Source: an optimization exercise on an open RTL-to-GDS flow (aim: small area, a short achievable clock period and few clock cycles per item). Production flows keep margins and buffers that such runs may drop.
The RTL was checked by simulation tests, not by an equivalence proof against the original design.

==> flow/design.v, too long to show whole: its modules and the start of the top module <==
// module slot_sbox: 196 lines
// module slot_gf16_inv: 19 lines
// module slot_x2: 3 lines
// module slot_xn2: 3 lines
// module slot_aes_round: 52 lines
// module slot_mixcol: 25 lines
// module slot_xtime: 10 lines
// module slot_xv: 12 lines
// module slot_seal: 182 lines
// module slot_crc_step: 185 lines
// module slot_crc_t: 495 lines
// module slot_ao21: 13 lines
// module slot_ao21b: 3 lines
module slot_seal (
    input  wire         clk,
    input  wire         rst,          
    input  wire         start,
    input  wire [127:0] key,
    input  wire [511:0] slot,
    input  wire [31:0]  generation,
    input  wire [15:0]  index,
    output wire         ready,
    output reg          done,
    output wire [63:0]  tag,
    output wire [31:0]  crc,
    output wire         tag_ok,
    output reg          crc_ok
);
  // ...
==> flow/flow/run.sh <==
#!/bin/bash
# Layout: the standard flow (standard.sh), with every input and output
# port buffered by the smallest buffer, sky130_fd_sc_hd__buf_1, instead of
# the cell buffer_ports picks by default. Everything else is unchanged.
set -euo pipefail
export BUFFER_PORTS_ARGS="-buffer_cell sky130_fd_sc_hd__buf_1"
bash standard.sh > standard.log 2>&1
==> flow/standard.sh <==
#!/bin/bash
# synth_recipe.tcl (not shown) runs the flow's synth.tcl, then flattens the netlist and writes it again
# the make line also repeats each setting of config.mk as NAME=value (left out here)
make -C /OpenROAD-flow-scripts/flow DESIGN_CONFIG=/design/flow/config.mk WORK_HOME=/design/flow/orfs CLKGATE_MAP_FILE= SYNTH_SCRIPT=/design/flow/synth_recipe.tcl "${@:-finish}"
==> flow/config.mk <==
export PLATFORM = sky130hd
export DESIGN_NAME = slot_seal
export DESIGN_NICKNAME = slot_seal
export VERILOG_FILES = /design/flow/design.v
export SDC_FILE = /design/flow/constraint.sdc
export NUM_CORES = 8
export LEC_CHECK = 0
export CAP_MARGIN = 20
export CORE_MARGIN = 2
export CORE_UTILIZATION = 50
export PLACE_DENSITY = 0.6
export SETUP_SLACK_MARGIN = 3.25
export SLEW_MARGIN = 20
export SYNTH_HIERARCHICAL = 1
export SYNTH_MINIMUM_KEEP_SIZE = 0
==> flow/constraint.sdc <==
create_clock -name core_clock -period 10.0 [get_ports {clk}]
set_input_delay 2.0000 -clock core_clock [delete_from_list [all_inputs] [get_ports {clk}]]
set_output_delay 2.0000 -clock core_clock [all_outputs]
set_load 0.01 [all_outputs]
==> flow_metrics.tcl, run 1 <==
set metrics [dict create \
    status "timing/DRC/antenna clean" \
    grtUsageMet2 0.704 \
    ys_ff_latch 605 \
    worst_pin_slew_ns 1.21 \
    r2r_end "st[87]" \
    postRouteAntennaNets 0 \
    grt_usage 0.462 \
    synth_top_family_by_area "XOR/XNOR gates" \
    synth-async-reset-ratio 0 \
    synth_nets 7688 \
    die_y_um 359 \
    startpoint "st[95]" \
    crit_top_cell "xor2_1" \
    layout.cells.non_filler 9264 \
    netlist_area_um2 63100 \
    met3_usage 0.0921 \
    grt.overflow.total 0 \
    fp.dieW_um 359 \
    synth_fa_ha_area_frac 0.000397 \
    cp_max_fo 9 \
    critPathTopFamily "XOR/XNOR gates" \
    cp_slowest_stage_delay_ns 0.64 \
    grt_pass1_vias 52500 \
]
Testbench counts, summed over its fixed seeds: cycles 54,118, items 1,280.
==> module slot_sbox, before the edit <==
module slot_sbox (
    input  wire [7:0] a,
    output wire [7:0] y
);
    wire U0 = a[7], U1 = a[6], U2 = a[5], U3 = a[4];
    wire U4 = a[3], U5 = a[2], U6 = a[1], U7 = a[0];
    wire T1;
    slot_x2 xT1 (.a(U0), .b(U3), .y(T1));
    wire T2;
    slot_x2 xT2 (.a(U0), .b(U5), .y(T2));
    wire T3;
    slot_x2 xT3 (.a(U0), .b(U6), .y(T3));
    wire T4;
    slot_x2 xT4 (.a(U3), .b(U5), .y(T4));
    wire T5;
    slot_x2 xT5 (.a(U4), .b(U6), .y(T5));
    wire T6;
    slot_x2 xT6 (.a(T1), .b(T5), .y(T6));
    wire T7;
    slot_x2 xT7 (.a(U1), .b(U2), .y(T7));
    wire T8;
    slot_x2 xT8 (.a(U7), .b(T6), .y(T8));
    wire T9;
    slot_x2 xT9 (.a(U7), .b(T7), .y(T9));
    wire T10;
    slot_x2 xT10 (.a(T6), .b(T7), .y(T10));
    wire T11;
    slot_x2 xT11 (.a(U1), .b(U5), .y(T11));
    wire T12;
    slot_x2 xT12 (.a(U2), .b(U5), .y(T12));
    wire T13;
    slot_x2 xT13 (.a(T3), .b(T4), .y(T13));
    wire T14;
    slot_x2 xT14 (.a(T6), .b(T11), .y(T14));
    wire T15;
    slot_x2 xT15 (.a(T5), .b(T11), .y(T15));
    wire T16;
    slot_x2 xT16 (.a(T5), .b(T12), .y(T16));
    wire T17;
    slot_x2 xT17 (.a(T9), .b(T16), .y(T17));
    wire T18;
    slot_x2 xT18 (.a(U3), .b(U7), .y(T18));
    wire T19;
    slot_x2 xT19 (.a(T7), .b(T18), .y(T19));
    wire T20;
    slot_x2 xT20 (.a(T1), .b(T19), .y(T20));
    wire T21;
    slot_x2 xT21 (.a(U6), .b(U7), .y(T21));
    wire T22;
    slot_x2 xT22 (.a(T7), .b(T21), .y(T22));
    wire T23;
    slot_x2 xT23 (.a(T2), .b(T22), .y(T23));
    wire T24;
    slot_x2 xT24 (.a(T2), .b(T10), .y(T24));
    wire T25;
    slot_x2 xT25 (.a(T20), .b(T17), .y(T25));
    wire T26;
    slot_x2 xT26 (.a(T3), .b(T16), .y(T26));
    wire T27;
    slot_x2 xT27 (.a(T1), .b(T12), .y(T27));
    wire n_M1 = ~(T13 & T6);
    wire n_M2 = ~(T23 & T8);
    wire n_M3;
    slot_x2 xM3 (.a(T14), .b(n_M1), .y(n_M3));
    wire n_M4 = ~(T19 & U7);
    wire M5;
    slot_x2 xM5 (.a(n_M4), .b(n_M1), .y(M5));
    wire n_M6 = ~(T3 & T16);
    wire n_M7 = ~(T22 & T9);
    wire n_M8;
    slot_x2 xM8 (.a(T26), .b(n_M6), .y(n_M8));
    wire n_M9 = ~(T20 & T17);
    wire M10;
    slot_x2 xM10 (.a(n_M9), .b(n_M6), .y(M10));
    wire n_M11 = ~(T1 & T15);
    wire n_M12 = ~(T4 & T27);
    wire M13;
    slot_x2 xM13 (.a(n_M12), .b(n_M11), .y(M13));
    wire n_M14 = ~(T2 & T10);
    wire M15;
    slot_x2 xM15 (.a(n_M14), .b(n_M11), .y(M15));
    wire M16;
    slot_x2 xM16 (.a(n_M3), .b(n_M2), .y(M16));
    wire M17;
    slot_x2 xM17 (.a(M5), .b(T24), .y(M17));
    wire M18;
    slot_x2 xM18 (.a(n_M8), .b(n_M7), .y(M18));
    wire M19;
    slot_x2 xM19 (.a(M10), .b(M15), .y(M19));
    wire M20;
    slot_x2 xM20 (.a(M16), .b(M13), .y(M20));
    wire M21;
    slot_x2 xM21 (.a(M17), .b(M15), .y(M21));
    wire M22;
    slot_x2 xM22 (.a(M18), .b(M13), .y(M22));
    wire M23;
    slot_x2 xM23 (.a(M19), .b(T25), .y(M23));
    wire M41;
    slot_x2 xM41 (.a(M38), .b(M40), .y(M41));
    wire M42;
    slot_x2 xM42 (.a(M37), .b(M39), .y(M42));
    wire M43;
    slot_x2 xM43 (.a(M37), .b(M38), .y(M43));
    wire M44;
    slot_x2 xM44 (.a(M39), .b(M40), .y(M44));
    wire M45;
    slot_x2 xM45 (.a(M42), .b(M41), .y(M45));
    wire n_M46 = ~(M44 & T6);
    wire n_M47 = ~(M40 & T8);
    wire n_M48 = ~(M39 & U7);
    wire n_M49 = ~(M43 & T16);
    wire n_M50 = ~(M38 & T9);
    wire n_M51 = ~(M37 & T17);
    wire n_M52 = ~(M42 & T15);
    wire n_M53 = ~(M45 & T27);
    wire n_M54 = ~(M41 & T10);
    wire n_M55 = ~(M44 & T13);
    wire n_M56 = ~(M40 & T23);
    wire n_M57 = ~(M39 & T19);
    wire n_M58 = ~(M43 & T3);
    wire n_M59 = ~(M38 & T22);
    wire n_M60 = ~(M37 & T20);
    wire n_M61 = ~(M42 & T1);
    wire n_M62 = ~(M45 & T4);
    wire n_M63 = ~(M41 & T2);
    wire L0;
    slot_x2 xL0 (.a(n_M61), .b(n_M62), .y(L0));
    wire L1;
    slot_x2 xL1 (.a(n_M50), .b(n_M56), .y(L1));
    wire L2;
    slot_x2 xL2 (.a(n_M46), .b(n_M48), .y(L2));
    wire L3;
    slot_x2 xL3 (.a(n_M47), .b(n_M55), .y(L3));
    wire L4;
    slot_x2 xL4 (.a(n_M54), .b(n_M58), .y(L4));
    wire L5;
    slot_x2 xL5 (.a(n_M49), .b(n_M61), .y(L5));
    wire n_L6;
    slot_x2 xL6 (.a(n_M62), .b(L5), .y(n_L6));
    wire n_L7;
    slot_x2 xL7 (.a(n_M46), .b(L3), .y(n_L7));
    wire L8;
    slot_x2 xL8 (.a(n_M51), .b(n_M59), .y(L8));
    wire L9;
    slot_x2 xL9 (.a(n_M52), .b(n_M53), .y(L9));
    wire n_L10;
    slot_x2 xL10 (.a(n_M53), .b(L4), .y(n_L10));
    wire n_L11;
    slot_x2 xL11 (.a(n_M60), .b(L2), .y(n_L11));
    wire L12;
    slot_x2 xL12 (.a(n_M48), .b(n_M51), .y(L12));
    wire n_L13;
    slot_x2 xL13 (.a(n_M50), .b(L0), .y(n_L13));
    wire L14;
    slot_x2 xL14 (.a(n_M52), .b(n_M61), .y(L14));
    wire n_L15;
    slot_x2 xL15 (.a(n_M55), .b(L1), .y(n_L15));
    wire n_L16;
    slot_x2 xL16 (.a(n_M56), .b(L0), .y(n_L16));
    wire n_L17;
    slot_x2 xL17 (.a(n_M57), .b(L1), .y(n_L17));
    wire n_L18;
    slot_x2 xL18 (.a(n_M58), .b(L8), .y(n_L18));
    wire n_L19;
    slot_x2 xL19 (.a(n_M63), .b(L4), .y(n_L19));
    wire L20;
    slot_x2 xL20 (.a(L0), .b(L1), .y(L20));
    wire n_L21;
    slot_x2 xL21 (.a(L1), .b(n_L7), .y(n_L21));
    wire L22;
    slot_x2 xL22 (.a(L3), .b(L12), .y(L22));
    wire n_L23;
    slot_x2 xL23 (.a(n_L18), .b(L2), .y(n_L23));
    wire n_L24;
    slot_x2 xL24 (.a(n_L15), .b(L9), .y(n_L24));
    wire L25;
    slot_x2 xL25 (.a(n_L6), .b(n_L10), .y(L25));
    wire n_L26;
    slot_x2 xL26 (.a(n_L7), .b(L9), .y(n_L26));
    wire n_L27;
    slot_x2 xL27 (.a(L8), .b(n_L10), .y(n_L27));
    wire n_L28;
    slot_x2 xL28 (.a(n_L11), .b(L14), .y(n_L28));
    wire L29;
    slot_x2 xL29 (.a(n_L11), .b(n_L17), .y(L29));
    wire M37, M38, M39, M40;
    slot_gf16_inv u_inv (.M20(M20), .M21(M21), .M22(M22), .M23(M23), .M37(M37), .M38(M38), .M39(M39), .M40(M40));
    slot_x2 xy7 (.a(n_L6), .b(n_L24), .y(y[7]));
    slot_xn2 xy6 (.a(n_L16), .b(n_L26), .y(y[6]));
    slot_xn2 xy5 (.a(n_L19), .b(n_L28), .y(y[5]));
    slot_x2 xy4 (.a(n_L6), .b(n_L21), .y(y[4]));
    slot_x2 xy3 (.a(L20), .b(L22), .y(y[3]));
    slot_x2 xy2 (.a(L25), .b(L29), .y(y[2]));
    slot_xn2 xy1 (.a(n_L13), .b(n_L27), .y(y[1]));
    slot_xn2 xy0 (.a(n_L6), .b(n_L23), .y(y[0]));
endmodule
==> module slot_aes_round, before the edit <==
module slot_aes_round (
    input  wire [127:0] state_in,    
    input  wire [127:0] rk_in,       
    input  wire [7:0]   rcon,        
    output wire [127:0] sr,          
    output wire [127:0] mc,          
    output wire [127:0] rk_out       
);
    wire [31:0] w0 = rk_in[127:96];
    wire [31:0] w1 = rk_in[95:64];
    wire [31:0] w2 = rk_in[63:32];
    wire [31:0] w3 = rk_in[31:0];
    wire [31:0] rot = {w3[23:0], w3[31:24]};
    wire [31:0] sub;
    slot_sbox ks0 (.a(rot[31:24]), .y(sub[31:24]));
    slot_sbox ks1 (.a(rot[23:16]), .y(sub[23:16]));
    slot_sbox ks2 (.a(rot[15:8]),  .y(sub[15:8]));
    slot_sbox ks3 (.a(rot[7:0]),   .y(sub[7:0]));
    wire [31:0] a0, a1, a2, a3, n0, n1, n2, n3;
    slot_xv #(8)  xrc (.a(w0[31:24]), .b(rcon), .y(a0[31:24]));
    assign a0[23:0] = w0[23:0];
    slot_xv #(32) xa1 (.a(w1), .b(a0), .y(a1));
    slot_xv #(32) xa2 (.a(w2), .b(a1), .y(a2));
    slot_xv #(32) xa3 (.a(w3), .b(a2), .y(a3));
    slot_xv #(32) xn0 (.a(a0), .b(sub), .y(n0));
    slot_xv #(32) xn1 (.a(a1), .b(sub), .y(n1));
    slot_xv #(32) xn2 (.a(a2), .b(sub), .y(n2));
    slot_xv #(32) xn3 (.a(a3), .b(sub), .y(n3));
    assign rk_out = {n0, n1, n2, n3};
    wire [127:0] ark;
    slot_xv #(128) xark (.a(state_in), .b(rk_in), .y(ark));
    wire [127:0] sb;
    genvar i;
    generate
        for (i = 0; i < 16; i = i + 1) begin : g_sub
            slot_sbox sbox (.a(ark[127-8*i -: 8]), .y(sb[127-8*i -: 8]));
        end
    endgenerate
    genvar r, c;
    generate
        for (c = 0; c < 4; c = c + 1) begin : g_col
            for (r = 0; r < 4; r = r + 1) begin : g_row
                assign sr[127-8*(r+4*c) -: 8] = sb[127-8*(r+4*((c+r)%4)) -: 8];
            end
        end
    endgenerate
    generate
        for (c = 0; c < 4; c = c + 1) begin : g_mix
            slot_mixcol mix (.a(sr[127-32*c -: 32]), .y(mc[127-32*c -: 32]));
        end
    endgenerate
endmodule
==> module slot_seal, before the edit <==
module slot_seal (
    input  wire         clk,
    input  wire         rst,          
    input  wire         start,
    input  wire [127:0] key,
    input  wire [511:0] slot,
    input  wire [31:0]  generation,
    input  wire [15:0]  index,
    output wire         ready,
    output reg          done,
    output wire [63:0]  tag,
    output wire [31:0]  crc,
    output wire         tag_ok,
    output reg          crc_ok
);
    function [127:0] to_be(input [127:0] x);
        integer b;
        begin
            for (b = 0; b < 16; b = b + 1)
                to_be[127-8*b -: 8] = x[8*b +: 8];
        end
    endfunction
    function [79:0] to_be80(input [79:0] x);
        integer b;
        begin
            for (b = 0; b < 10; b = b + 1)
                to_be80[79-8*b -: 8] = x[8*b +: 8];
        end
    endfunction
    function [127:0] dbl(input [127:0] x);
        dbl = {x[126:0], 1'b0} ^ (x[127] ? 128'h87 : 128'h0);
    endfunction
    function [7:0] xtime(input [7:0] b);
        xtime = {b[6:0], 1'b0} ^ (b[7] ? 8'h1b : 8'h00);
    endfunction
    reg         busy;     
    reg [127:0] st;       
    reg [127:0] rk;       
    reg [127:0] k2;       
    reg [127:0] ckey;     
    reg         kvalid;   
    reg [7:0]   rc;       
    reg [2:0]   blk;      
    reg [31:0]  cst;      
    reg [31:0]  cd;       
    reg         s1, s2, s3, s4;   
    reg         b4;       
    reg         crun;     
    reg [7:0]   tag_eq;   
    assign ready = !busy;
    wire         last   = (rc == 8'h36);                   
    wire         early  = !(rc == 8'h1b) && !last;          
    wire [127:0] key_be = to_be(key);
    wire         hit    = kvalid && (ckey == key);
    wire [127:0] m1     = to_be(slot[127:0]);
    wire [127:0] m2     = to_be(slot[255:128]);
    wire [127:0] m3     = to_be(slot[383:256]);
    wire [79:0]  m4d    = to_be80({index, generation, slot[415:384]});
    wire [127:0] m4;
    slot_xv #(80) xm4 (.a(m4d), .b(k2[127:48]), .y(m4[127:48]));
    assign m4[47:0] = {~k2[47], k2[46:0]};
    wire [127:0] sr, mc, rk_next;
    slot_aes_round u_round (
        .state_in (st),
        .rk_in    (rk),
        .rcon     (rc),
        .sr       (sr),
        .mc       (mc),
        .rk_out   (rk_next)
    );
    wire [127:0] nxt = ({128{s1}} & m1) | ({128{s2}} & m2) |
                       ({128{s3}} & m3) | ({128{s4}} & m4);
    wire [127:0] knx, blk_out;
    slot_xv #(128) xknx (.a(rk_next), .b(nxt), .y(knx));
    slot_xv #(128) xbo  (.a(sr), .b(knx), .y(blk_out));
    wire [63:0] last_tag;
    genvar j;
    generate
        for (j = 0; j < 8; j = j + 1) begin : g_tag
            assign tag[8*j +: 8]      = st[127-8*j -: 8];
            assign last_tag[8*j +: 8] = blk_out[127-8*j -: 8];
        end
    endgenerate
    slot_crc_t u_crct (.t(tag), .z(cst), .y(crc));
    reg [15:0] cword;
    always @(*) begin
        if (b4)
            case (rc)
                8'h01:   cword = slot[399:384];
                8'h02:   cword = slot[415:400];
                8'h04:   cword = slot[431:416];
                8'h08:   cword = slot[447:432];
                8'h10:   cword = slot[463:448];
                8'h20:   cword = slot[479:464];
                default: cword = 16'h0;
            endcase
        else
            case (rc)
                8'h01:   cword = {nxt[119:112], nxt[127:120]};
                8'h02:   cword = {nxt[103:96],  nxt[111:104]};
                8'h04:   cword = {nxt[87:80],   nxt[95:88]};
                8'h08:   cword = {nxt[71:64],   nxt[79:72]};
                8'h10:   cword = {nxt[55:48],   nxt[63:56]};
                8'h20:   cword = {nxt[39:32],   nxt[47:40]};
                8'h40:   cword = {nxt[23:16],   nxt[31:24]};
                default: cword = {nxt[7:0],     nxt[15:8]};
            endcase
    end
    wire [31:0] cst_next;
    slot_crc_step u_crcs (.c((b4 && rc == 8'h40) ? cd : cst), .w(cword), .y(cst_next));
    wire sel_mc = busy && !last;
    wire sel_bo = busy && last && (blk != 3'd0);
    wire sel_m1 = busy ? (last && (blk == 3'd0)) : hit;
    wire [127:0] st_oth = ({128{sel_bo}} & blk_out) | ({128{sel_m1}} & m1);
    wire [127:0] st_next;
    slot_ao21 #(128) u_stmux (.a(mc), .s(sel_mc), .b(st_oth), .y(st_next));
    always @(posedge clk) begin
        st <= st_next;
        if (!busy) begin
            rk  <= key_be;
            cst <= 32'hFFFFFFFF;
        end else begin
            rk <= last ? key_be : rk_next;
            if (crun)
                cst <= cst_next;
            if (b4 && rc == 8'h04)
                cd <= cst;
        end
    end
    assign tag_ok = &tag_eq;
    integer b;
    always @(posedge clk) begin
        if (busy && last && blk == 3'd0) begin
            k2   <= dbl(dbl(blk_out));
            ckey <= key;
        end
        if (b4 && rc == 8'h40)
            crc_ok <= (~cst == slot[511:480]);
        if (busy && blk == 3'd4 && last)
            for (b = 0; b < 8; b = b + 1)
                tag_eq[b] <= (last_tag[8*b +: 8] == slot[416+8*b +: 8]);
    end
    reg       busy_n;
    reg [2:0] blk_n;
    reg [7:0] rc_n;
    always @(*) begin
        busy_n = busy;
        blk_n  = blk;
        rc_n   = rc;
        if (!busy) begin
            rc_n   = 8'h01;
            blk_n  = hit ? 3'd1 : 3'd0;
            busy_n = start;
        end else if (!last) begin
            rc_n = xtime(rc);
        end else begin
            rc_n  = 8'h01;
            blk_n = blk + 3'd1;
            if (blk == 3'd4)
                busy_n = 1'b0;
        end
        if (rst)
            busy_n = 1'b0;
    end
    wire early_n = !(rc_n == 8'h1b) && !(rc_n == 8'h36);
    always @(posedge clk) begin
        busy <= busy_n;
        blk  <= blk_n;
        rc   <= rc_n;
        done <= !rst && busy && last && (blk == 3'd4);
        if (rst)
            kvalid <= 1'b0;
        else if (busy && last && (blk == 3'd0))
            kvalid <= 1'b1;
        s1   <= busy_n && (blk_n == 3'd1) && early_n;
        s2   <= busy_n && (((blk_n == 3'd1) && !early_n) || ((blk_n == 3'd2) && early_n));
        s3   <= busy_n && (((blk_n == 3'd2) && !early_n) || ((blk_n == 3'd3) && early_n));
        s4   <= busy_n && (blk_n == 3'd3) && !early_n;
        b4   <= busy_n && (blk_n == 3'd4);
        crun <= busy_n && ((blk_n == 3'd4) || ((blk_n != 3'd0) && early_n));
    end
endmodule
==> inputs of run 2 (changes only) <==
--- a/flow/design.v
+++ b/flow/design.v
@@ -94,6 +94,12 @@
     wire M22;
     slot_x2 xM22 (.a(M18), .b(M13), .y(M22));
+    wire M23a;
+    slot_x2 xM23a (.a(n_M6), .b(n_M11), .y(M23a));
+    wire M23b;
+    slot_x2 xM23b (.a(n_M9), .b(n_M14), .y(M23b));
+    wire M23c;
+    slot_x2 xM23c (.a(T25), .b(M23a), .y(M23c));
     wire M23;
-    slot_x2 xM23 (.a(M19), .b(T25), .y(M23));
+    slot_x2 xM23 (.a(M23b), .b(M23c), .y(M23));
     wire M41;
     slot_x2 xM41 (.a(M38), .b(M40), .y(M41));
@@ -223,13 +229,14 @@
     input  wire [127:0] state_in,    
     input  wire [127:0] rk_in,       
+    input  wire [127:0] ks_in,       
     input  wire [7:0]   rcon,        
     output wire [127:0] sr,          
-    output wire [127:0] mc,          
-    output wire [127:0] rk_out       
+    output wire [127:0] mca,         
+    output wire [127:0] ks_out       
 );
-    wire [31:0] w0 = rk_in[127:96];
-    wire [31:0] w1 = rk_in[95:64];
-    wire [31:0] w2 = rk_in[63:32];
-    wire [31:0] w3 = rk_in[31:0];
+    wire [31:0] w0 = ks_in[127:96];
+    wire [31:0] w1 = ks_in[95:64];
+    wire [31:0] w2 = ks_in[63:32];
+    wire [31:0] w3 = ks_in[31:0];
     wire [31:0] rot = {w3[23:0], w3[31:24]};
     wire [31:0] sub;
@@ -248,12 +255,10 @@
     slot_xv #(32) xn2 (.a(a2), .b(sub), .y(n2));
     slot_xv #(32) xn3 (.a(a3), .b(sub), .y(n3));
-    assign rk_out = {n0, n1, n2, n3};
-    wire [127:0] ark;
-    slot_xv #(128) xark (.a(state_in), .b(rk_in), .y(ark));
+    assign ks_out = {n0, n1, n2, n3};
     wire [127:0] sb;
     genvar i;
     generate
         for (i = 0; i < 16; i = i + 1) begin : g_sub
-            slot_sbox sbox (.a(ark[127-8*i -: 8]), .y(sb[127-8*i -: 8]));
+            slot_sbox sbox (.a(state_in[127-8*i -: 8]), .y(sb[127-8*i -: 8]));
         end
     endgenerate
@@ -268,42 +273,187 @@
     generate
         for (c = 0; c < 4; c = c + 1) begin : g_mix
-            slot_mixcol mix (.a(sr[127-32*c -: 32]), .y(mc[127-32*c -: 32]));
+            slot_mixcola mix (.a(sr[127-32*c -: 32]), .k(rk_in[127-32*c -: 32]),
+                              .y(mca[127-32*c -: 32]));
         end
     endgenerate
 endmodule
-module slot_mixcol (
+module slot_mixcola (
     input  wire [31:0] a,
+    input  wire [31:0] k,
     output wire [31:0] y
 );
-    wire [7:0] a0 = a[31:24], a1 = a[23:16], a2 = a[15:8], a3 = a[7:0];
-    wire [7:0] u0, u1, u2, u3, v0, v1, v2, v3, x0, x1, x2, x3;
-    slot_xv #(8) xu0 (.a(a0), .b(a1), .y(u0));
-    slot_xv #(8) xu1 (.a(a1), .b(a2), .y(u1));
-    slot_xv #(8) xu2 (.a(a2), .b(a3), .y(u2));
-    slot_xv #(8) xu3 (.a(a3), .b(a0), .y(u3));
-    slot_xv #(8) xv0 (.a(a1), .b(u2), .y(v0));
-    slot_xv #(8) xv1 (.a(a2), .b(u3), .y(v1));
-    slot_xv #(8) xv2 (.a(a3), .b(u0), .y(v2));
-    slot_xv #(8) xv3 (.a(a0), .b(u1), .y(v3));
-    slot_xtime xt0 (.a(u0), .y(x0));
-    slot_xtime xt1 (.a(u1), .y(x1));
-    slot_xtime xt2 (.a(u2), .y(x2));
-    slot_xtime xt3 (.a(u3), .y(x3));
-    wire [7:0] y0, y1, y2, y3;
-    slot_xv #(8) xy0 (.a(v0), .b(x0), .y(y0));
-    slot_xv #(8) xy1 (.a(v1), .b(x1), .y(y1));
-    slot_xv #(8) xy2 (.a(v2), .b(x2), .y(y2));
-    slot_xv #(8) xy3 (.a(v3), .b(x3), .y(y3));
-    assign y = {y0, y1, y2, y3};
-endmodule
-module slot_xtime (
-    input  wire [7:0] a,
-    output wire [7:0] y
-);
-    wire t1, t3, t4;
-    slot_x2 x1 (.a(a[0]), .b(a[7]), .y(t1));
-    slot_x2 x3 (.a(a[2]), .b(a[7]), .y(t3));
-    slot_x2 x4 (.a(a[3]), .b(a[7]), .y(t4));
-    assign y = {a[6:4], t4, t3, a[1], t1, a[7]};
+    wire [139:0] n;
+    slot_x2 x0 (.a(a[7]), .b(a[31]), .y(n[0]));
+    slot_x2 x1 (.a(a[15]), .b(a[23]), .y(n[1]));
+    slot_x2 x2 (.a(a[7]), .b(a[15]), .y(n[2]));
+    slot_x2 x3 (.a(a[23]), .b(a[31]), .y(n[3]));
+    slot_x2 x4 (.a(a[8]), .b(a[16]), .y(n[4]));
+    slot_x2 x5 (.a(a[0]), .b(a[24]), .y(n[5]));
+    slot_x2 x6 (.a(a[9]), .b(a[17]), .y(n[6]));
+    slot_x2 x7 (.a(a[1]), .b(a[25]), .y(n[7]));
+    slot_x2 x8 (.a(a[10]), .b(a[18]), .y(n[8]));
+    slot_x2 x9 (.a(a[2]), .b(a[26]), .y(n[9]));
+    slot_x2 x10 (.a(a[11]), .b(a[19]), .y(n[10]));
+    slot_x2 x11 (.a(a[3]), .b(a[27]), .y(n[11]));
+    slot_x2 x12 (.a(a[12]), .b(a[20]), .y(n[12]));
+    slot_x2 x13 (.a(a[4]), .b(a[28]), .y(n[13]));
+    slot_x2 x14 (.a(a[13]), .b(a[21]), .y(n[14]));
+    slot_x2 x15 (.a(a[5]), .b(a[29]), .y(n[15]));
+    slot_x2 x16 (.a(a[14]), .b(a[22]), .y(n[16]));
+    slot_x2 x17 (.a(a[6]), .b(a[30]), .y(n[17]));
+    slot_x2 x18 (.a(a[24]), .b(k[0]), .y(n[18]));
+    slot_x2 x19 (.a(n[0]), .b(n[4]), .y(n[19]));
+    slot_x2 x20 (.a(n[18]), .b(n[19]), .y(n[20]));
+    slot_x2 x21 (.a(a[25]), .b(k[1]), .y(n[21]));
+    slot_x2 x22 (.a(n[0]), .b(n[5]), .y(n[22]));
+    slot_x2 x23 (.a(n[6]), .b(n[21]), .y(n[23]));
+    slot_x2 x24 (.a(n[22]), .b(n[23]), .y(n[24]));
+    slot_x2 x25 (.a(a[26]), .b(k[2]), .y(n[25]));
+    slot_x2 x26 (.a(n[7]), .b(n[8]), .y(n[26]));
+    slot_x2 x27 (.a(n[25]), .b(n[26]), .y(n[27]));
+    slot_x2 x28 (.a(a[27]), .b(k[3]), .y(n[28]));
+    slot_x2 x29 (.a(n[0]), .b(n[9]), .y(n[29]));
+    slot_x2 x30 (.a(n[10]), .b(n[28]), .y(n[30]));
+    slot_x2 x31 (.a(n[29]), .b(n[30]), .y(n[31]));
+    slot_x2 x32 (.a(a[28]), .b(k[4]), .y(n[32]));
+    slot_x2 x33 (.a(n[0]), .b(n[11]), .y(n[33]));
+    slot_x2 x34 (.a(n[12]), .b(n[32]), .y(n[34]));
+    slot_x2 x35 (.a(n[33]), .b(n[34]), .y(n[35]));
+    slot_x2 x36 (.a(a[29]), .b(k[5]), .y(n[36]));
+    slot_x2 x37 (.a(n[13]), .b(n[14]), .y(n[37]));
+    slot_x2 x38 (.a(n[36]), .b(n[37]), .y(n[38]));
+    slot_x2 x39 (.a(a[30]), .b(k[6]), .y(n[39]));
+    slot_x2 x40 (.a(n[15]), .b(n[16]), .y(n[40]));
+    slot_x2 x41 (.a(n[39]), .b(n[40]), .y(n[41]));
+    slot_x2 x42 (.a(a[31]), .b(k[7]), .y(n[42]));
+    slot_x2 x43 (.a(n[1]), .b(n[17]), .y(n[43]));
+    slot_x2 x44 (.a(n[42]), .b(n[43]), .y(n[44]));
+    slot_x2 x45 (.a(a[16]), .b(k[8]), .y(n[45]));
+    slot_x2 x46 (.a(n[2]), .b(n[5]), .y(n[46]));
+    slot_x2 x47 (.a(n[45]), .b(n[46]), .y(n[47]));
+    slot_x2 x48 (.a(a[0]), .b(a[8]), .y(n[48]));
+    slot_x2 x49 (.a(a[17]), .b(k[9]), .y(n[49]));
+    slot_x2 x50 (.a(n[2]), .b(n[7]), .y(n[50]));
+    slot_x2 x51 (.a(n[48]), .b(n[49]), .y(n[51]));
+    slot_x2 x52 (.a(n[50]), .b(n[51]), .y(n[52]));
+    slot_x2 x53 (.a(a[1]), .b(a[9]), .y(n[53]));
+    slot_x2 x54 (.a(a[18]), .b(k[10]), .y(n[54]));
+    slot_x2 x55 (.a(n[9]), .b(n[53]), .y(n[55]));
+    slot_x2 x56 (.a(n[54]), .b(n[55]), .y(n[56]));
+    slot_x2 x57 (.a(a[2]), .b(a[10]), .y(n[57]));
+    slot_x2 x58 (.a(a[19]), .b(k[11]), .y(n[58]));
+    slot_x2 x59 (.a(n[2]), .b(n[11]), .y(n[59]));
+    slot_x2 x60 (.a(n[57]), .b(n[58]), .y(n[60]));
+    slot_x2 x61 (.a(n[59]), .b(n[60]), .y(n[61]));
+    slot_x2 x62 (.a(a[3]), .b(a[11]), .y(n[62]));
+    slot_x2 x63 (.a(a[20]), .b(k[12]), .y(n[63]));
+    slot_x2 x64 (.a(n[2]), .b(n[13]), .y(n[64]));
+    slot_x2 x65 (.a(n[62]), .b(n[63]), .y(n[65]));
+    slot_x2 x66 (.a(n[64]), .b(n[65]), .y(n[66]));
+    slot_x2 x67 (.a(a[4]), .b(a[12]), .y(n[67]));
+    slot_x2 x68 (.a(a[21]), .b(k[13]), .y(n[68]));
+    slot_x2 x69 (.a(n[15]), .b(n[67]), .y(n[69]));
+    slot_x2 x70 (.a(n[68]), .b(n[69]), .y(n[70]));
+    slot_x2 x71 (.a(a[5]), .b(a[13]), .y(n[71]));
+    slot_x2 x72 (.a(a[22]), .b(k[14]), .y(n[72]));
+    slot_x2 x73 (.a(n[17]), .b(n[71]), .y(n[73]));
+    slot_x2 x74 (.a(n[72]), .b(n[73]), .y(n[74]));
+    slot_x2 x75 (.a(a[6]), .b(a[14]), .y(n[75]));
+    slot_x2 x76 (.a(a[23]), .b(k[15]), .y(n[76]));
+    slot_x2 x77 (.a(n[0]), .b(n[75]), .y(n[77]));
+    slot_x2 x78 (.a(n[76]), .b(n[77]), .y(n[78]));
+    slot_x2 x79 (.a(a[8]), .b(k[16]), .y(n[79]));
+    slot_x2 x80 (.a(n[1]), .b(n[5]), .y(n[80]));
+    slot_x2 x81 (.a(n[79]), .b(n[80]), .y(n[81]));
+    slot_x2 x82 (.a(a[9]), .b(k[17]), .y(n[82]));
+    slot_x2 x83 (.a(n[1]), .b(n[4]), .y(n[83]));
+    slot_x2 x84 (.a(n[7]), .b(n[82]), .y(n[84]));
+    slot_x2 x85 (.a(n[83]), .b(n[84]), .y(n[85]));
+    slot_x2 x86 (.a(a[10]), .b(k[18]), .y(n[86]));
+    slot_x2 x87 (.a(n[6]), .b(n[9]), .y(n[87]));
+    slot_x2 x88 (.a(n[86]), .b(n[87]), .y(n[88]));
+    slot_x2 x89 (.a(a[11]), .b(k[19]), .y(n[89]));
+    slot_x2 x90 (.a(n[1]), .b(n[8]), .y(n[90]));
+    slot_x2 x91 (.a(n[11]), .b(n[89]), .y(n[91]));
+    slot_x2 x92 (.a(n[90]), .b(n[91]), .y(n[92]));
+    slot_x2 x93 (.a(a[12]), .b(k[20]), .y(n[93]));
+    slot_x2 x94 (.a(n[1]), .b(n[10]), .y(n[94]));
+    slot_x2 x95 (.a(n[13]), .b(n[93]), .y(n[95]));
+    slot_x2 x96 (.a(n[94]), .b(n[95]), .y(n[96]));
+    slot_x2 x97 (.a(a[13]), .b(k[21]), .y(n[97]));
+    slot_x2 x98 (.a(n[12]), .b(n[15]), .y(n[98]));
+    slot_x2 x99 (.a(n[97]), .b(n[98]), .y(n[99]));
+    slot_x2 x100 (.a(a[14]), .b(k[22]), .y(n[100]));
+    slot_x2 x101 (.a(n[14]), .b(n[17]), .y(n[101]));
+    slot_x2 x102 (.a(n[100]), .b(n[101]), .y(n[102]));
+    slot_x2 x103 (.a(a[15]), .b(k[23]), .y(n[103]));
+    slot_x2 x104 (.a(n[0]), .b(n[16]), .y(n[104]));
+    slot_x2 x105 (.a(n[103]), .b(n[104]), .y(n[105]));
+    slot_x2 x106 (.a(a[0]), .b(k[24]), .y(n[106]));
+    slot_x2 x107 (.a(n[3]), .b(n[4]), .y(n[107]));
+    slot_x2 x108 (.a(n[106]), .b(n[107]), .y(n[108]));
+    slot_x2 x109 (.a(a[1]), .b(a[16]), .y(n[109]));
+    slot_x2 x110 (.a(a[24]), .b(k[25]), .y(n[110]));
+    slot_x2 x111 (.a(n[3]), .b(n[6]), .y(n[111]));
+    slot_x2 x112 (.a(n[109]), .b(n[110]), .y(n[112]));
+    slot_x2 x113 (.a(n[111]), .b(n[112]), .y(n[113]));
+    slot_x2 x114 (.a(a[2]), .b(a[17]), .y(n[114]));
+    slot_x2 x115 (.a(a[25]), .b(k[26]), .y(n[115]));
+    slot_x2 x116 (.a(n[8]), .b(n[114]), .y(n[116]));
+    slot_x2 x117 (.a(n[115]), .b(n[116]), .y(n[117]));
+    slot_x2 x118 (.a(a[3]), .b(a[18]), .y(n[118]));
+    slot_x2 x119 (.a(a[26]), .b(k[27]), .y(n[119]));
+    slot_x2 x120 (.a(n[3]), .b(n[10]), .y(n[120]));
+    slot_x2 x121 (.a(n[118]), .b(n[119]), .y(n[121]));
+    slot_x2 x122 (.a(n[120]), .b(n[121]), .y(n[122]));
+    slot_x2 x123 (.a(a[4]), .b(a[19]), .y(n[123]));
+    slot_x2 x124 (.a(a[27]), .b(k[28]), .y(n[124]));
+    slot_x2 x125 (.a(n[3]), .b(n[12]), .y(n[125]));
+    slot_x2 x126 (.a(n[123]), .b(n[124]), .y(n[126]));
+    slot_x2 x127 (.a(n[125]), .b(n[126]), .y(n[127]));
+    slot_x2 x128 (.a(a[5]), .b(a[20]), .y(n[128]));
+    slot_x2 x129 (.a(a[28]), .b(k[29]), .y(n[129]));
+    slot_x2 x130 (.a(n[14]), .b(n[128]), .y(n[130]));
+    slot_x2 x131 (.a(n[129]), .b(n[130]), .y(n[131]));
+    slot_x2 x132 (.a(a[6]), .b(a[21]), .y(n[132]));
+    slot_x2 x133 (.a(a[29]), .b(k[30]), .y(n[133]));
+    slot_x2 x134 (.a(n[16]), .b(n[132]), .y(n[134]));
+    slot_x2 x135 (.a(n[133]), .b(n[134]), .y(n[135]));
+    slot_x2 x136 (.a(a[7]), .b(a[22]), .y(n[136]));
+    slot_x2 x137 (.a(a[30]), .b(k[31]), .y(n[137]));
+    slot_x2 x138 (.a(n[1]), .b(n[136]), .y(n[138]));
+    slot_x2 x139 (.a(n[137]), .b(n[138]), .y(n[139]));
+    assign y[0] = n[20];
+    assign y[1] = n[24];
+    assign y[2] = n[27];
+    assign y[3] = n[31];
+    assign y[4] = n[35];
+    assign y[5] = n[38];
+    assign y[6] = n[41];
+    assign y[7] = n[44];
+    assign y[8] = n[47];
+    assign y[9] = n[52];
+    assign y[10] = n[56];
+    assign y[11] = n[61];
+    assign y[12] = n[66];
+    assign y[13] = n[70];
+    assign y[14] = n[74];
+    assign y[15] = n[78];
+    assign y[16] = n[81];
+    assign y[17] = n[85];
+    assign y[18] = n[88];
+    assign y[19] = n[92];
+    assign y[20] = n[96];
+    assign y[21] = n[99];
+    assign y[22] = n[102];
+    assign y[23] = n[105];
+    assign y[24] = n[108];
+    assign y[25] = n[113];
+    assign y[26] = n[117];
+    assign y[27] = n[122];
+    assign y[28] = n[127];
+    assign y[29] = n[131];
+    assign y[30] = n[135];
+    assign y[31] = n[139];
 endmodule
 module slot_xv #(parameter W = 8) (
@@ -355,4 +505,6 @@
     endfunction
     reg         busy;     
+    reg         prep;     
+    reg         post;     
     reg [127:0] st;       
     reg [127:0] rk;       
@@ -364,13 +516,16 @@
     reg [31:0]  cst;      
     reg [31:0]  cd;       
+    reg [7:0]   tag_eq;   
     reg         s1, s2, s3, s4;   
+    reg         kg;       
     reg         b4;       
     reg         crun;     
-    reg [7:0]   tag_eq;   
+    reg         ks_key;   
     assign ready = !busy;
-    wire         last   = (rc == 8'h36);                   
-    wire         early  = !(rc == 8'h1b) && !last;          
-    wire [127:0] key_be = to_be(key);
+    wire         run    = busy && !prep && !post;    
+    wire         last   = (rc == 8'h36);              
+    wire         early  = !(rc == 8'h1b) && !last;    
     wire         hit    = kvalid && (ckey == key);
+    wire [127:0] ckey_be = to_be(ckey);
     wire [127:0] m1     = to_be(slot[127:0]);
     wire [127:0] m2     = to_be(slot[255:128]);
@@ -380,18 +535,20 @@
     slot_xv #(80) xm4 (.a(m4d), .b(k2[127:48]), .y(m4[127:48]));
     assign m4[47:0] = {~k2[47], k2[46:0]};
-    wire [127:0] sr, mc, rk_next;
+    wire [127:0] sr, mca, ks_out;
     slot_aes_round u_round (
         .state_in (st),
         .rk_in    (rk),
-        .rcon     (rc),
+        .ks_in    (ks_key ? ckey_be : rk),
+        .rcon     (ks_key ? 8'h01 : xtime(rc)),
         .sr       (sr),
-        .mc       (mc),
-        .rk_out   (rk_next)
+        .mca      (mca),
+        .ks_out   (ks_out)
     );
     wire [127:0] nxt = ({128{s1}} & m1) | ({128{s2}} & m2) |
                        ({128{s3}} & m3) | ({128{s4}} & m4);
-    wire [127:0] knx, blk_out;
-    slot_xv #(128) xknx (.a(rk_next), .b(nxt), .y(knx));
-    slot_xv #(128) xbo  (.a(sr), .b(knx), .y(blk_out));
+    wire [127:0] nk, knx, blk_out;
+    slot_xv #(128) xnk  (.a(nxt), .b(ckey_be & {128{kg}}), .y(nk));
+    slot_xv #(128) xknx (.a(rk), .b(nk), .y(knx));
+    slot_xv #(128) xbo  (.a(sr), .b(knx), .y(blk_out));    
     wire [63:0] last_tag;
     genvar j;
@@ -429,41 +586,40 @@
     wire [31:0] cst_next;
     slot_crc_step u_crcs (.c((b4 && rc == 8'h40) ? cd : cst), .w(cword), .y(cst_next));
-    wire sel_mc = busy && !last;
-    wire sel_bo = busy && last && (blk != 3'd0);
-    wire sel_m1 = busy ? (last && (blk == 3'd0)) : hit;
-    wire [127:0] st_oth = ({128{sel_bo}} & blk_out) | ({128{sel_m1}} & m1);
+    wire sel_mc = run && !last;
+    wire sel_bo = run && last;
+    wire sel_ld = !run;
+    wire [127:0] st_oth = ({128{sel_bo}} & blk_out) | ({128{sel_ld}} & nk);
     wire [127:0] st_next;
-    slot_ao21 #(128) u_stmux (.a(mc), .s(sel_mc), .b(st_oth), .y(st_next));
+    slot_ao21 #(128) u_stmux (.a(mca), .s(sel_mc), .b(st_oth), .y(st_next));
     always @(posedge clk) begin
         st <= st_next;
-        if (!busy) begin
-            rk  <= key_be;
+        rk <= ks_out;
+        if (!busy)
             cst <= 32'hFFFFFFFF;
-        end else begin
-            rk <= last ? key_be : rk_next;
-            if (crun)
-                cst <= cst_next;
-            if (b4 && rc == 8'h04)
-                cd <= cst;
-        end
+        else if (crun)
+            cst <= cst_next;
+        if (b4 && rc == 8'h04)
+            cd <= cst;
     end
     assign tag_ok = &tag_eq;
     integer b;
     always @(posedge clk) begin
-        if (busy && last && blk == 3'd0) begin
-            k2   <= dbl(dbl(blk_out));
+        if (!busy && start && !hit)
             ckey <= key;
-        end
+        if (run && last && blk == 3'd0)
+            k2 <= dbl(dbl(blk_out));
         if (b4 && rc == 8'h40)
             crc_ok <= (~cst == slot[511:480]);
-        if (busy && blk == 3'd4 && last)
+        if (b4 && last)
             for (b = 0; b < 8; b = b + 1)
                 tag_eq[b] <= (last_tag[8*b +: 8] == slot[416+8*b +: 8]);
     end
-    reg       busy_n;
+    reg       busy_n, prep_n, post_n;
     reg [2:0] blk_n;
     reg [7:0] rc_n;
     always @(*) begin
         busy_n = busy;
+        prep_n = 1'b0;
+        post_n = 1'b0;
         blk_n  = blk;
         rc_n   = rc;
@@ -472,4 +628,7 @@
             blk_n  = hit ? 3'd1 : 3'd0;
             busy_n = start;
+            prep_n = start && !hit;
+        end else if (prep || post) begin
+            rc_n = 8'h01;
         end else if (!last) begin
             rc_n = xtime(rc);
@@ -477,26 +636,35 @@
             rc_n  = 8'h01;
             blk_n = blk + 3'd1;
+            post_n = (blk == 3'd0);
             if (blk == 3'd4)
                 busy_n = 1'b0;
         end
-        if (rst)
+        if (rst) begin
             busy_n = 1'b0;
+            prep_n = 1'b0;
+            post_n = 1'b0;
+        end
     end
     wire early_n = !(rc_n == 8'h1b) && !(rc_n == 8'h36);
+    wire run_n   = busy_n && !prep_n && !post_n;
     always @(posedge clk) begin
         busy <= busy_n;
+        prep <= prep_n;
+        post <= post_n;
         blk  <= blk_n;
         rc   <= rc_n;
-        done <= !rst && busy && last && (blk == 3'd4);
-        if (rst)
+        done <= !rst && run && last && (blk == 3'd4);
+        if (rst || (!busy && start && !hit))
             kvalid <= 1'b0;
-        else if (busy && last && (blk == 3'd0))
+        else if (run && last && (blk == 3'd0))
             kvalid <= 1'b1;
-        s1   <= busy_n && (blk_n == 3'd1) && early_n;
-        s2   <= busy_n && (((blk_n == 3'd1) && !early_n) || ((blk_n == 3'd2) && early_n));
-        s3   <= busy_n && (((blk_n == 3'd2) && !early_n) || ((blk_n == 3'd3) && early_n));
-        s4   <= busy_n && (blk_n == 3'd3) && !early_n;
-        b4   <= busy_n && (blk_n == 3'd4);
-        crun <= busy_n && ((blk_n == 3'd4) || ((blk_n != 3'd0) && early_n));
+        s1   <= !busy_n || post_n || (run_n && (blk_n == 3'd1) && early_n);
+        s2   <= run_n && (((blk_n == 3'd1) && !early_n) || ((blk_n == 3'd2) && early_n));
+        s3   <= run_n && (((blk_n == 3'd2) && !early_n) || ((blk_n == 3'd3) && early_n));
+        s4   <= run_n && (blk_n == 3'd3) && !early_n;
+        kg   <= !run_n || ((blk_n != 3'd0) && (blk_n != 3'd4));
+        b4   <= run_n && (blk_n == 3'd4);
+        crun <= run_n && ((blk_n == 3'd4) || ((blk_n != 3'd0) && early_n));
+        ks_key <= !run_n || (rc_n == 8'h36);
     end
 endmodule
--- a/flow/config.mk
+++ b/flow/config.mk
@@ -10,5 +10,5 @@
 export CORE_UTILIZATION = 50
 export PLACE_DENSITY = 0.6
-export SETUP_SLACK_MARGIN = 3.25
+export SETUP_SLACK_MARGIN = 3.75
 export SLEW_MARGIN = 20
 export SYNTH_HIERARCHICAL = 1
==> run 2 against run 1 <==
  * Final cell count increased by 2.6%
  * Critical path depth decreased by 5
  * Design area increased by 3.2%
  * Synthesized cell count increased by 1.6%
==> flow_metrics.tcl, run 2 <==
set metrics [dict create \
    status "timing/DRC/antenna clean" \
    yosysWarnings 7 \
    clock_sinks 609 \
    path_clk_slew_ns 0.06 \
    worstSkewPairLatency_ns 0.74 \
    ys.flop_type "dfxtp_1" \
    drv_slew 0 \
    wl_met2_um 140000 \
    grt_pass1_wl_um 440000 \
    synth_top_area_frac 0.469 \
    fin_tns_setup_ns 0 \
    syn_inst 7110 \
    fin_worst_skew_ns 0.0643 \
    synth-edff-count 297 \
    r2r_end "cst[15]" \
    worst_pin_slew_ns 1.28 \
    cts_inserted_buffers 77 \
    layout.cells.non_filler 9506 \
    r2r_cells 15 \
    netlist_area_um2 65800 \
    final_common_cell "xor2_1" \
    reg2reg_slack_ns 3.69 \
    synth.largest_area_cell "xor2_1" \
    dp.cells 9340 \
    crit_type "primary input to flop" \
    min_to "busy" \
    wire_per_inst_um 34.9 \
    cp.required_ns 10.55 \
    grt_usage 0.473 \
    cp.arrival_ns 7.04 \
    dr.first_iter.drc_count 6929 \
    nFillCells 12000 \
    nets 8367 \
    yosysSeqAreaShare 0.231 \
    grt_pass1_vias 54200 \
    max_freq_mhz 154 \
    highest_layer "met5" \
    rsz0062_at_grt "true" \
    period_minus_slack_ns 6.48 \
    dp_hpwl_um 277000 \
    cp_max_fo 6 \
    io_buffers 790 \
    postRouteAntennaNets 0 \
    antenna_found_initial 23 \
    core-area_um2 131000 \
    multiInputGateArea_um2 50100 \
    clockBufferDepth 3 \
    cap_violations 0 \
    ioPinCount 791 \
    drt-met1-wl_um 122000 \
    layout_common_cells "3,292 x xor2_1, 790 x buf_1, 727 x nand2_1" \
    preCtsSetupSlack_ns 2.88 \
    setup_slack_ns 3.52 \
    fp.dieW_um 367 \
    fin_crit_sh 0.648 \
    startpoint "slot[140]" \
    tritoncts "done" \
    synth_cell_type_count 65 \
    holdPathStages 1 \
    wl_met3_um 32100 \
    slew_headroom 0.146 \
    cp-end-kind "flop" \
    hold_path_class "flop to flop" \
    dieArea_um2 134000 \
    via_count 56500 \
    start_kind "primary input" \
    ys_ff_latch 609 \
    first_pass_iters 6 \
    synth.avg_cell_area_um2 9.25 \
    hp-start "blk[2]" \
    synth-async-reset-ratio 0 \
    finalHoldViolations 0 \
    htreeDepth 3 \
    gp_congestion 1.14 \
    synth_nets 7803 \
    grt.overflow.total 0 \
    start_util 0.502 \
    synth_most_common_cell "xor2_1" \
    rr_startpoint "rc[7]" \
    die_y_um 367 \
    avgViaCountPerCell 5.94 \
    register_area_um2 15200 \
    finalWirelength_um 332000 \
    synth_common_cells "3,520 x xor2_1, 727 x nand2_1, 335 x a22oi_1, 312 x dfxtp_1, 297 x edfxtp_1" \
    rows 133 \
    syn_to_final_growth_pct 13.0 \
    clockRootBuffer "clkbuf_16" \
    drive_gt1_frac 0.0936 \
    hold-worst-slack_ns 0.551 \
    drc_errors 0 \
    setup_viol 0 \
    synth_top_cells_by_area "xor2_1 47%, edfxtp_1 14%, dfxtp_1 9.5%, nand2_1 4.1%, a22oi_1 3.8%" \
    grt_max_degree 101 \
]
-- run 2: changes by cell type after synthesis, sizes merged, moves of 31 or more --
cell    change
a22o       -35
a22oi      +31
and2      +128
mux2      +128
nand2     -343
nand2b     +38
nand3      +34
xnor2      -54
xor2      +185
-- run 2: per-layer routing --
layer / up-vias / global-route usage
met1: 27600 / 0.564
met4: 22 / 0.440
met2: 3624 / 0.707
met3: 998 / 0.102
met5: - / 0
li1: 24300 / -
-- run 2: worst max-delay path by stage --
stage                      to  cells past startpoint
floorplan               rc[6]                      7
global placement      cst[13]                     15
detailed placement    cst[13]                     15
CTS                    st[42]                     18
global route        tag_eq[7]                     20
finish                 cst[2]                     15
-- run 2: area by class of cell --
class	instances	area share
inverter	25	0.00126
timing repair buffer	918	0.0538
clock inverter	41	0.00689
clock buffer	103	0.0291
antenna	12	0.000404
tap	1755	0.0296
multi-input combinational	6043	0.674
sequential	609	0.205
-- run 2: cell families (layout without fill, tap and decap cells) --
group                      after synthesis  in the layout  synth area share
xor gates and xnor gates              3758           3758             0.500
adders and majority gates                2              2          0.000380
AOI/OAI and AO/OA                      754            754            0.0907
muxes                                  211            211            0.0352
other                                    0             12                 0
and+or+nand+nor                       1318           1318            0.0989
DFF                                    609            609             0.231
buffers and inverters                  458           1087            0.0438
-- run 2: timing repair --
item	CTS	global route
hold buffers	0	0
buffers inserted	1	9
pin swaps	1	11
gates resized for setup	96	211
setup endpoints to repair	202	284
-- run 2: per-module statistics from Yosys (local to each module, per instance), a selection --
module,cell area [um^2],flip-flops and latches,cells inside,copies in the design
slot_crc_step,240,0,32,1
slot_seal,27800,609,2392,1
slot_ao21b,7.51,0,1,128
slot_crc_t,240,0,32,1
slot_gf16_inv,119,0,15,20
slot_mixcola,240,0,32,4
slot_sbox,101,0,27,20
-- run 2: critical path, stage by stage --
cell and delay [ns]:
buf_1 0.14, a22oi_1 0.82, nand2_1 0.28, a22oi_1 0.31, nand3_1 0.12, mux2i_1 0.41
o21ai_1 0.42, xor2_2 0.66, xor2_1 0.45, xor2_1 0.30, xor2_1 0.40, xor2_1 0.31
xor2_1 0.14, mux2i_1 0.16, nand2_1 0.08
-- run 2: through the flow --
step	cell area (um^2)	utilization
floorplan	65800	-
global placement	69200	0.529
detailed placement	69200	0.529
CTS	72600	0.554
global route	74300	0.567
finish	74300	0.567
Testbench counts of run 2, summed over its fixed seeds: cycles 54,444, items 1,280.
==> inputs of run 3 (changes only) <==
--- a/flow/config.mk
+++ b/flow/config.mk
@@ -10,5 +10,5 @@
 export CORE_UTILIZATION = 50
 export PLACE_DENSITY = 0.6
-export SETUP_SLACK_MARGIN = 3.75
+export SETUP_SLACK_MARGIN = 4
 export SLEW_MARGIN = 20
 export SYNTH_HIERARCHICAL = 1
==> run 3 against run 2 <==
  * Critical endpoint is now cst[23]
  * Final cell count up 0.95%
  * Sequential share of layout area is 0.60 points lower
  * Critical path type unchanged
  * Area after synthesis unchanged
  * Still clean
  * Largest cell class unchanged
==> flow_metrics.tcl, run 3 <==
set metrics [dict create \
    synth_nets 7803 \
    synth_common_cells "3,520 x xor2_1, 727 x nand2_1, 335 x a22oi_1, 312 x dfxtp_1, 297 x edfxtp_1" \
    ioPinCount 791 \
    synth_top_area_frac 0.469 \
    synth.avg_cell_area_um2 9.25 \
    fp.dieW_um 367 \
    drive_gt1_frac 0.122 \
    worstSkewPairLatency_ns 0.74 \
    rsz0062_at_grt "true" \
    min_to "busy" \
    holdPathStages 1 \
    clockBufferDepth 3 \
    setup_viol 0 \
    gp_congestion 1.14 \
    fin_tns_setup_ns 0 \
    synth-edff-count 297 \
    hp-start "blk[2]" \
    via_count 57100 \
    cp.arrival_ns 6.72 \
    start_kind "primary input" \
    crit_type "primary input to flop" \
    grt_pass1_vias 54300 \
    dr.first_iter.drc_count 6812 \
    wire_per_inst_um 34.8 \
    htreeDepth 3 \
    dp.cells 9340 \
    max_freq_mhz 163 \
    fin_crit_sh 0.614 \
    die_y_um 367 \
    synth.largest_area_cell "xor2_1" \
    rr_startpoint "rc[7]" \
    final_common_cell "xor2_1" \
    period_minus_slack_ns 6.14 \
    synth_most_common_cell "xor2_1" \
    status "timing/DRC/antenna clean" \
    grt_max_degree 101 \
    cp_max_fo 5 \
    yosysWarnings 7 \
    cp.required_ns 10.58 \
    hold_buffers 0 \
    nets 8445 \
    cap_violations 0 \
    ys.flop_type "dfxtp_1" \
    layout_common_cells "3,169 x xor2_1, 790 x buf_1, 727 x nand2_1" \
    syn_to_final_growth_pct 16.4 \
    dp_hpwl_um 277000 \
    synth-async-reset-ratio 0 \
    layout.cells.non_filler 9596 \
    worst_pin_slew_ns 1.37 \
    finalWirelength_um 334000 \
    start_util 0.502 \
    tritoncts "done" \
    r2r_cells 16 \
    avgViaCountPerCell 5.95 \
    grt.overflow.total 0 \
    postRouteAntennaNets 0 \
    clock_sinks 609 \
    dieArea_um2 134000 \
    slew_headroom 0.0841 \
    rows 133 \
    core-area_um2 131000 \
    r2r_end "cst[2]" \
    reg2reg_slack_ns 4.03 \
    syn_inst 7110 \
    grt_usage 0.474 \
    clockRootBuffer "clkbuf_16" \
    antenna_found_initial 30 \
    path_clk_slew_ns 0.06 \
    drc_errors 0 \
    fin_worst_skew_ns 0.0651 \
    drv_slew 0 \
    grt_pass1_wl_um 441000 \
    ys_ff_latch 609 \
    finalHoldViolations 0 \
    netlist_area_um2 65800 \
    hold_path_class "flop to flop" \
    synth_cell_type_count 65 \
    yosysSeqAreaShare 0.231 \
    first_pass_iters 7 \
    cp-end-kind "flop" \
    io_buffers 790 \
    synth_top_cells_by_area "xor2_1 47%, edfxtp_1 14%, dfxtp_1 9.5%, nand2_1 4.1%, a22oi_1 3.8%" \
    cts_inserted_buffers 77 \
]
## run 3: cell types whose count changed in the layout (fill, tap and decap cells not counted), sizes merged
cell,change
buf,+75
diode,+12
xor2,+3
## run 3: worst max-delay path by stage
stage / from / to / slack, ns
floorplan: busy / rc[6] / 4.25
global route: ks_key / rk[6] / 3.88
global placement: slot[404] / cst[13] / 2.76
finish: slot[404] / cst[23] / 3.86
detailed placement: slot[404] / cst[13] / 2.88
CTS: st[63] / st[42] / 3.85
## run 3: through the flow
step	setup WS (ns)	instance area [um^2]	utilization	hold WS, ns
after floorplan	4.25	65800	-	0.457
after global routing	3.88	76500	0.584	0.569
after CTS	3.85	73600	0.562	0.555
after detailed placement	2.88	69200	0.529	0.543
final	3.86	76600	0.585	0.550
after global placement	2.76	69200	0.529	0.519
## run 3: critical path, stage by stage
cell      delay, ns
buf_1          0.47
xor2_1         0.13
a22oi_1        0.32
nand2_1        0.23
a222oi_1       0.75
nand3_1        0.15
mux2i_1        0.42
o21ai_1        0.26
xor2_2         0.54
xor2_4         0.33
xor2_2         0.37
xor2_1         0.40
xor2_1         0.12
mux2i_1        0.16
nand2_1        0.07
## run 3: layout make-up
cell class | instances | area (um^2)
inverter | 25 | 93.8
fill | 11800 | 54400
multi-input combinational | 6046 | 51700
sequential | 609 | 15200
tap | 1755 | 2200
clock buffer | 103 | 2160
clock inverter | 41 | 512
antenna | 24 | 60.1
timing repair buffer | 993 | 4650
## run 3: timing repair
item	CTS	global route
buffers inserted	11	74
pin swaps	8	56
gates resized for setup	221	290
endpoints found under the setup margin	313	299
cloned	0	3
## run 3: kinds of logic after synthesis
kind of cell,after synthesis,share of synthesized area
buf+inv,458,0.0438
xor+xnor,3758,0.500
flops,609,0.231
simple gates,1318,0.0989
fa+ha+maj,2,0.000380
compound gates,754,0.0907
mux,211,0.0352
## run 3: metal layers
metal	global-route usage	routed length, um
met4	0.437	37000
met5	0	175
met2	0.711	142000
met1	0.569	124000
met3	0.0971	30600
## run 3: Yosys stat by module (local to each module, per instance), a selection
module | flip-flops and latches | cells | copies in the design
slot_xn2 | 0 | 1 | 112
slot_ao21b | 0 | 1 | 128
slot_mixcola | 0 | 32 | 4
slot_x2 | 0 | 1 | 3446
slot_gf16_inv | 0 | 15 | 20
slot_crc_t | 0 | 32 | 1
slot_crc_step | 0 | 32 | 1
==> inputs of run 4 (changes only) <==
--- a/flow/config.mk
+++ b/flow/config.mk
@@ -8,6 +8,6 @@
 export CAP_MARGIN = 20
 export CORE_MARGIN = 2
-export CORE_UTILIZATION = 50
-export PLACE_DENSITY = 0.6
+export CORE_UTILIZATION = 60
+export PLACE_DENSITY = 0.7
 export SETUP_SLACK_MARGIN = 4
 export SLEW_MARGIN = 20
==> run 4 against run 3 <==
  * Via count grew 3.3%
  * First-iteration DRC count grew 21%
  * Still clean on timing, DRC and antenna
  * Routed wire length shrank 6.7%
==> flow_metrics.tcl, run 4 <==
set metrics [dict create \
    postRouteAntennaNets 0 \
    fin_tns_setup_ns 0 \
    ys_ff_latch 609 \
    ioPinCount 791 \
    finalWirelength_um 312000 \
    multiInputGateArea_um2 51600 \
    synth_nets 7803 \
    clock_sinks 609 \
    cp_max_fo 7 \
    synth_common_cells "3,520 x xor2_1, 727 x nand2_1, 335 x a22oi_1, 312 x dfxtp_1, 297 x edfxtp_1" \
    synth.largest_area_cell "xor2_1" \
    synth_top_cells_by_area "xor2_1 47%, edfxtp_1 14%, dfxtp_1 9.5%, nand2_1 4.1%, a22oi_1 3.8%" \
    rsz0062_at_grt "true" \
    synth-edff-count 297 \
    clockRootBuffer "clkbuf_16" \
    grt_usage 0.526 \
    layout_common_cells "3,161 x xor2_1, 790 x buf_1, 727 x nand2_1" \
    first_pass_iters 8 \
    die_y_um 335 \
    status "timing/DRC/antenna clean" \
    avgViaCountPerCell 6.38 \
    hold_path_class "flop to flop" \
    worst_pin_slew_ns 1.23 \
    nets 8443 \
    dp_hpwl_um 249000 \
    cp.arrival_ns 4.09 \
    final_common_cell "xor2_1" \
    synth_top_area_frac 0.469 \
    cts_inserted_buffers 73 \
    ys.flop_type "dfxtp_1" \
    htreeDepth 3 \
    register_area_um2 15300 \
    rows 121 \
    via_count 58900 \
    syn_to_final_growth_pct 15.8 \
    fin_worst_skew_ns 0.0699 \
    grt_max_degree 116 \
    synth_cell_type_count 65 \
    yosysWarnings 7 \
    yosysSeqAreaShare 0.231 \
    period_minus_slack_ns 6.09 \
    drv_slew 0 \
    netlist_area_um2 65800 \
    dieArea_um2 112000 \
    clockBufferDepth 3 \
    slew_headroom 0.178 \
    synth_most_common_cell "xor2_1" \
    drive_gt1_frac 0.125 \
    grt.overflow.total 0 \
    hold-worst-slack_ns 0.567 \
    nFillCells 8546 \
    cap_violations 0 \
    synth-async-reset-ratio 0 \
    cp.required_ns 8.00 \
    max_freq_mhz 164 \
    start_kind "flop" \
    core-area_um2 109000 \
    cp-end-kind "output port" \
    path_clk_slew_ns 0.07 \
    setup_slack_ns 3.91 \
    fp.dieW_um 335 \
    setup_viol 0 \
    dpl_cell_area_um2 68700 \
    drc_errors 0 \
    grt_pass1_wl_um 414000 \
    syn_inst 7110 \
    crit_type "flop to output port" \
    grt_pass1_vias 55400 \
    preCtsSetupSlack_ns 2.97 \
    finalInstanceArea_um2 76100 \
    start_util 0.604 \
    synth.avg_cell_area_um2 9.25 \
    gp_congestion 1.18 \
    tritoncts "done" \
    finalHoldViolations 0 \
    worstSkewPairLatency_ns 0.71 \
    fin_crit_sh 0.609 \
    io_buffers 790 \
    dr.first_iter.drc_count 8274 \
    wire_per_inst_um 33.7 \
    antenna_found_initial 34 \
]
## run 4: path summary, 6_finish.rpt
kind | depth (start not counted) | startpoint | slack [ns] | endpoint
worst max-delay path | 8 | st[100] | 3.91 | crc[14]
worst min-delay path | 0 | cst[20] | 0.57 | cd[20]
worst max register to register | 19 | st[101] | 3.98 | st[71]
worst min register to register | 0 | cst[20] | 0.57 | cd[20]
## run 4: final cells by class
cell class                 count  share of cell area
inverter                      25             0.00123
clock buffer                  98              0.0275
tap                         1414              0.0232
sequential                   609               0.200
antenna                       18            0.000592
timing repair buffer         995              0.0624
multi-input combinational   6046               0.678
clock inverter                38             0.00656
## run 4: cell families after synthesis
family	count (synthesis)	share of synthesized area
DFF	609	0.231
and+or+nand+nor	1318	0.0989
xor gates and xnor gates	3758	0.500
AOI/OAI and AO/OA	754	0.0907
muxes	211	0.0352
buffers and inverters	458	0.0438
adders and majority gates	2	0.000380
## run 4: timing repair
action,CTS,global route
hold buffers,0,0
cloned,1,3
pin swaps,7,44
gates resized for setup,222,301
endpoints found under the setup margin,284,291
buffers inserted,12,79
## run 4: Yosys stat by module, one instance, submodules excluded, a selection
module,times used,flops+latches
slot_seal,1,609
slot_crc_step,1,0
slot_crc_t,1,0
slot_mixcola,4,0
slot_gf16_inv,20,0
slot_sbox,20,0
slot_x2,3446,0
slot_xn2,112,0
slot_ao21b,128,0
## run 4: per-layer routing
layer  vias to the layer above  global-route usage  part of all wire
met4                        16               0.512              0.12
li1                      24400                   -                 -
met2                      4860               0.761              0.41
met3                      1309               0.141              0.12
met5                         -                   0           0.00030
met1                     28400               0.626              0.35
## run 4: worst max-delay path, cell delays in order (launching register included)
cell and delay (ns):
dfxtp_1 0.33, buf_4 0.25, xor2_1 0.62, xor2_1 0.44, xor2_1 0.38, xor2_1 0.29
xor2_1 0.14, xnor2_1 0.70, buf_1 0.22
## run 4: metrics by stage
step | utilization | instances
after floorplan | - | 7110
after global placement | 0.631 | 8991
after detailed placement | 0.631 | 8992
after CTS | 0.670 | 9141
after global routing | 0.699 | 9227
final | 0.700 | 9243

-- re-timing with driven ports --
The results above use ideal ports. As a check the final layouts listed here were re-extracted and re-timed, cells and wires unchanged.
Step 1 assumes that a clkbuf_16 drives the clock port and a buf_2 every other input.
Step 2 adds t to the input delays and takes it off the output delays; t is the mean of the earliest and latest rising clock arrival at the registers after step 1. Input paths then give back, and output paths get back, about the clock's delay inside the block.
Three values: no drivers, after step 1, after step 2; two values: the first two.
| run | t (ns) | setup WS [ns] | worst hold slack (ns) | cell pins on the clock port's net |
|---|---|---|---|---|
| run 1 | 0.796 | 3.366 / 3.366 / 2.736 | 0.491 / 0.491 / 0.491 | 1 |
| run 2 | 0.788 | 3.516 / 3.578 / 2.790 | 0.551 / 0.551 / 0.551 | 1 |
| run 3 | 0.788 | 3.859 / 3.863 / 3.118 | 0.550 / 0.550 / 0.550 | 1 |
| run 4 | 0.765 | 3.906 / 3.817 / 3.226 | 0.567 / 0.567 / 0.567 | 1 |
After both steps setup and hold are still met in every run listed. For run 3, which loses most, drivers alone change the setup slack by +0.004 ns; drivers and shift together by -0.741 ns.
